Background: an optimization exercise with open tools, aiming at small area, a short achievable clock period and few clock cycles. Do not read the settings as production practice.
The RTL was checked by simulation tests, not by an equivalence proof against the original design.
Power and IR drop assume default switching activity.

Design real48_fpu, start of the top module:
module real48_fpu (
    input  wire        clk,
    input  wire        rst,
    input  wire        in_valid,
    output wire        in_ready,
    input  wire [3:0]  in_op,
    input  wire [3:0]  in_cond,
    input  wire [47:0] in_a,
    input  wire [47:0] in_b,
    output reg         out_valid,
    output reg  [47:0] out_result,
    output reg         out_ovf,
    output reg         out_finv
);
Size in the first run: ~55000 um^2 of cells after synthesis.
Settings: LEC_CHECK=0, CAP_MARGIN=20, CORE_MARGIN=2, CORE_UTILIZATION=60, SLEW_MARGIN=20, SYNTH_HIERARCHICAL=1; clock period 22.0 ns.
standard.sh (not shown) runs the stock make flow with config.mk's settings and CLKGATE_MAP_FILE= SYNTH_SCRIPT=/design/flow/synth_recipe.tcl, a recipe that flattens the netlist after the stock synthesis.
==> flow/flow/run.sh <==
#!/bin/bash
# The standard layout (the standard.sh: standard synthesis, floorplan,
# placement, CTS, routing), except that buffer_ports buffers every input and
# output port with sky130_fd_sc_hd__buf_2 instead of the delay-buffer cell it
# picks by default. make's full output goes to standard_make.log here; each
# ORFS step keeps its own log under orfs/logs/.
set -euo pipefail
bash standard.sh "BUFFER_PORTS_ARGS=-buffer_cell sky130_fd_sc_hd__buf_2" finish > standard_make.log 2>&1
Testbench counts at the start, summed over its fixed seeds: cycles 32,032.
Then changed:
--- a/flow/design.v
+++ b/flow/design.v
@@ -3150,14 +3150,22 @@
 module r48_ao22 (input wire a, input wire b, input wire c, input wire d, output wire y);
     assign y = (a & b) | (c & d);
 endmodule
 module r48_ha (input wire a, input wire b, output wire s, output wire co);
     assign s  = a ^ b;
     assign co = a & b;
 endmodule
+module r48_muxi (
+    input  wire s,
+    input  wire a1,
+    input  wire a0,
+    output wire y
+);
+    assign y = ~(s ? a1 : a0);
+endmodule
 module real48_fpu (
     input  wire        clk,
     input  wire        rst,
     input  wire        in_valid,
     output wire        in_ready,
     input  wire [3:0]  in_op,
     input  wire [3:0]  in_cond,
@@ -3364,16 +3372,26 @@
             end
         end else if (is_cmp) begin
             finv   = a_nan | b_nan;
             sp_lsb = (a_nan | b_nan) ? (cond1 == 4'h1) : cmp;
         end
     end
     wire sign1 = is_mul ? (sa ^ sb) : (is_abs ? 1'b0 : (is_neg ? ~s_big : s_big));
-    wire [40:0] opa = is_mul ? {~sn[73:35], 2'b11} : {2'b01, f_big, 3'b000};
-    wire [40:0] opb = is_mul ? {~cn[73:35], 2'b00} : ({1'b0, y_op} ^ {41{eff_sub}});
+    wire [40:0] xa = {2'b01, f_big, 3'b000};
+    wire [40:0] xb = {1'b0, y_op} ^ {41{eff_sub}};
+    wire [40:0] opa, opb;
+    assign opa[1:0] = is_mul ? 2'b11 : xa[1:0];
+    assign opb[1:0] = is_mul ? 2'b00 : xb[1:0];
+    genvar mi;
+    generate
+        for (mi = 2; mi < 41; mi = mi + 1) begin : g_opmux
+            r48_muxi u_ma (.s(is_mul), .a1(sn[mi+33]), .a0(~xa[mi]), .y(opa[mi]));
+            r48_muxi u_mb (.s(is_mul), .a1(cn[mi+33]), .a0(~xb[mi]), .y(opb[mi]));
+        end
+    endgenerate
     reg        v2, mul2, sp2, sp_sign2, sp_e12, sp_nan2, sp_lsb2, finv2, sign2, esub2;
     reg [40:0] opa2, opb2;
     reg [5:0]  grp_g2, grp_p2;
     reg [4:0]  sn_lo2, cn_lo2;
     reg        lo_sticky2;
     reg [11:0] e_x2;
     always @(posedge clk) begin
The new run completed with no timing, DRC or antenna violations.
Power falls by 3.8%.
Worst setup slack is better by 350 ps.
Sequential share of layout area hardly moves.
Design area falls by about 0.37%.
Global-route usage falls by 0.90 points.
Hold slack hardly moves.
Wire length falls by 2.1%.
Clock skew falls by 13 ps.
Cell count falls by about 0.8%.
First-iteration DRC count falls by about 0.6%.
Die area barely changes.
Testbench counts after the change, summed over its fixed seeds: cycles 32,032.

--- another note on this design; it stands on its own ---

== fjord ==
Design real48_fpu, start of the top module:
module real48_fpu (
    input  wire        clk,
    input  wire        rst,
    input  wire        in_valid,
    output wire        in_ready,
    input  wire [3:0]  in_op,
    input  wire [3:0]  in_cond,
    input  wire [47:0] in_a,
    input  wire [47:0] in_b,
    output reg         out_valid,
    output reg  [47:0] out_result,
    output reg         out_ovf,
    output reg         out_finv
);
Size in the first run: ~5600 cells after synthesis, about 160 I/O pins, roughly 54000 sq um of cells after synthesis.
export LEC_CHECK = 0
export CAP_MARGIN = 20
export CORE_MARGIN = 2
export CORE_UTILIZATION = 65
export CTS_BUF_LIST = sky130_fd_sc_hd__clkbuf_8
export SLEW_MARGIN = 50
export SYNTH_HIERARCHICAL = 1
create_clock -name core_clock -period 22.0 [get_ports {clk}]
standard.sh (not shown) runs the stock make flow with config.mk's settings and CLKGATE_MAP_FILE= SYNTH_SCRIPT=/design/flow/synth_recipe.tcl, a recipe that flattens the netlist after the stock synthesis.
==> flow/flow/run.sh <==
#!/bin/bash
# The standard layout (the standard.sh: standard synthesis, floorplan,
# placement, CTS, routing), except that buffer_ports buffers every input and
# output port with sky130_fd_sc_hd__buf_2 instead of the delay-buffer cell it
# picks by default. make's full output goes to standard_make.log here; each
# ORFS step keeps its own log under orfs/logs/.
set -euo pipefail
bash standard.sh "BUFFER_PORTS_ARGS=-buffer_cell sky130_fd_sc_hd__buf_2" finish > standard_make.log 2>&1
Testbench counts of fjord, summed over its fixed seeds: cycles 32,032.
#### Input delta (nickel over fjord)
Settings: CORE_UTILIZATION changed from 65 to 60; SLEW_MARGIN changed from 50 to 20; CTS_BUF_LIST removed (was sky130_fd_sc_hd__clkbuf_8).
==> notes.md <==
nickel | status: complete | timing, DRC, antenna: pass. ~same post-route cell area in fjord and nickel. Of the two values seen for capturing element of the worst setup path, out_result[4] was produced by fjord and opb2[16]$_DFF_P_ by nickel. For nickel, the launch point of the critical path was bng[6]$_DFF_P_, unlike fjord, where it was out_result[4]$_DFF_P_. Changes observed in nickel relative to fjord: worst setup slack climbed 0.035 ns, endpoint required time on the critical path climbed 4.95 ns. nickel reports a lower met3 track utilization from global routing than fjord does. fjord → nickel: static leakage power shows a reduction of 0.21 nW; via total after detailed routing moved down; routed length per instance up about 0.8%; final wirelength now larger.
Here is what was changed in the inputs of onyx compared with nickel.
Settings: a change of CORE_UTILIZATION from 60 to 65; a change of SLEW_MARGIN from 20 to 50.
==> comparison <==
Run comparison: onyx path type of the worst setup path reg2out; nickel path type of the worst setup path reg2reg. Looking at power share of the combinational group, onyx sits 0.2 points below nickel. Looking at destination of the critical timing path, the opb2[16]$_DFF_P_ result is from nickel; the out_result[4] one comes from onyx. Taking nickel as the reference, in onyx net switching power roughly the same, insertion delay of the later-clocked pin in the worst-skew pair lower, switching part of the total power lower, final-layout clock buffer total roughly the same, overall global routing resource usage higher.

==> static timing again, ports no longer ideal <==
The flow's constraints put no driver on any port. The routed layouts listed below were extracted and timed again, unchanged, in two steps. Step 1: set_driving_cell puts a clkbuf_16 on clk and a buf_2 on each other input, an assumption about the parent block. Step 2 also shifts input and output timing later by t, the mid clock arrival at the registers, as if the neighbouring blocks saw the same clock. Slacks: no drivers / after step 1 / after step 2; pairs: no drivers / after step 1.
| run | shift t [ns] | slack for setup (ns) | hold WS [ns] | worst register clock-pin slew, ns | cell pins on the clock port's net |
|---|---|---|---|---|---|
| the first run of note 1 | 0.743 | 15.991 / 15.991 / 15.356 | 0.326 / 0.326 / 0.326 | 0.07 / 0.07 | 1 |
| the second run of note 1 | 0.726 | 16.342 / 16.342 / 15.673 | 0.325 / 0.325 / 0.325 | 0.07 / 0.07 | 1 |
| fjord | 0.853 | 16.298 / 16.228 / 15.769 | 0.327 / 0.327 / 0.327 | 0.07 / 0.07 | 1 |
| nickel | 0.746 | 16.333 / 16.288 / 15.745 | 0.328 / 0.328 / 0.328 | 0.07 / 0.07 | 1 |
| onyx | 0.726 | 16.424 / 16.353 / 15.779 | 0.326 / 0.326 / 0.326 | 0.07 / 0.07 | 1 |
After both steps setup and hold are still met in every run listed. For the second run of note 1, which loses most, drivers alone change the setup slack by 0.000 ns; drivers and shift together by -0.669 ns.
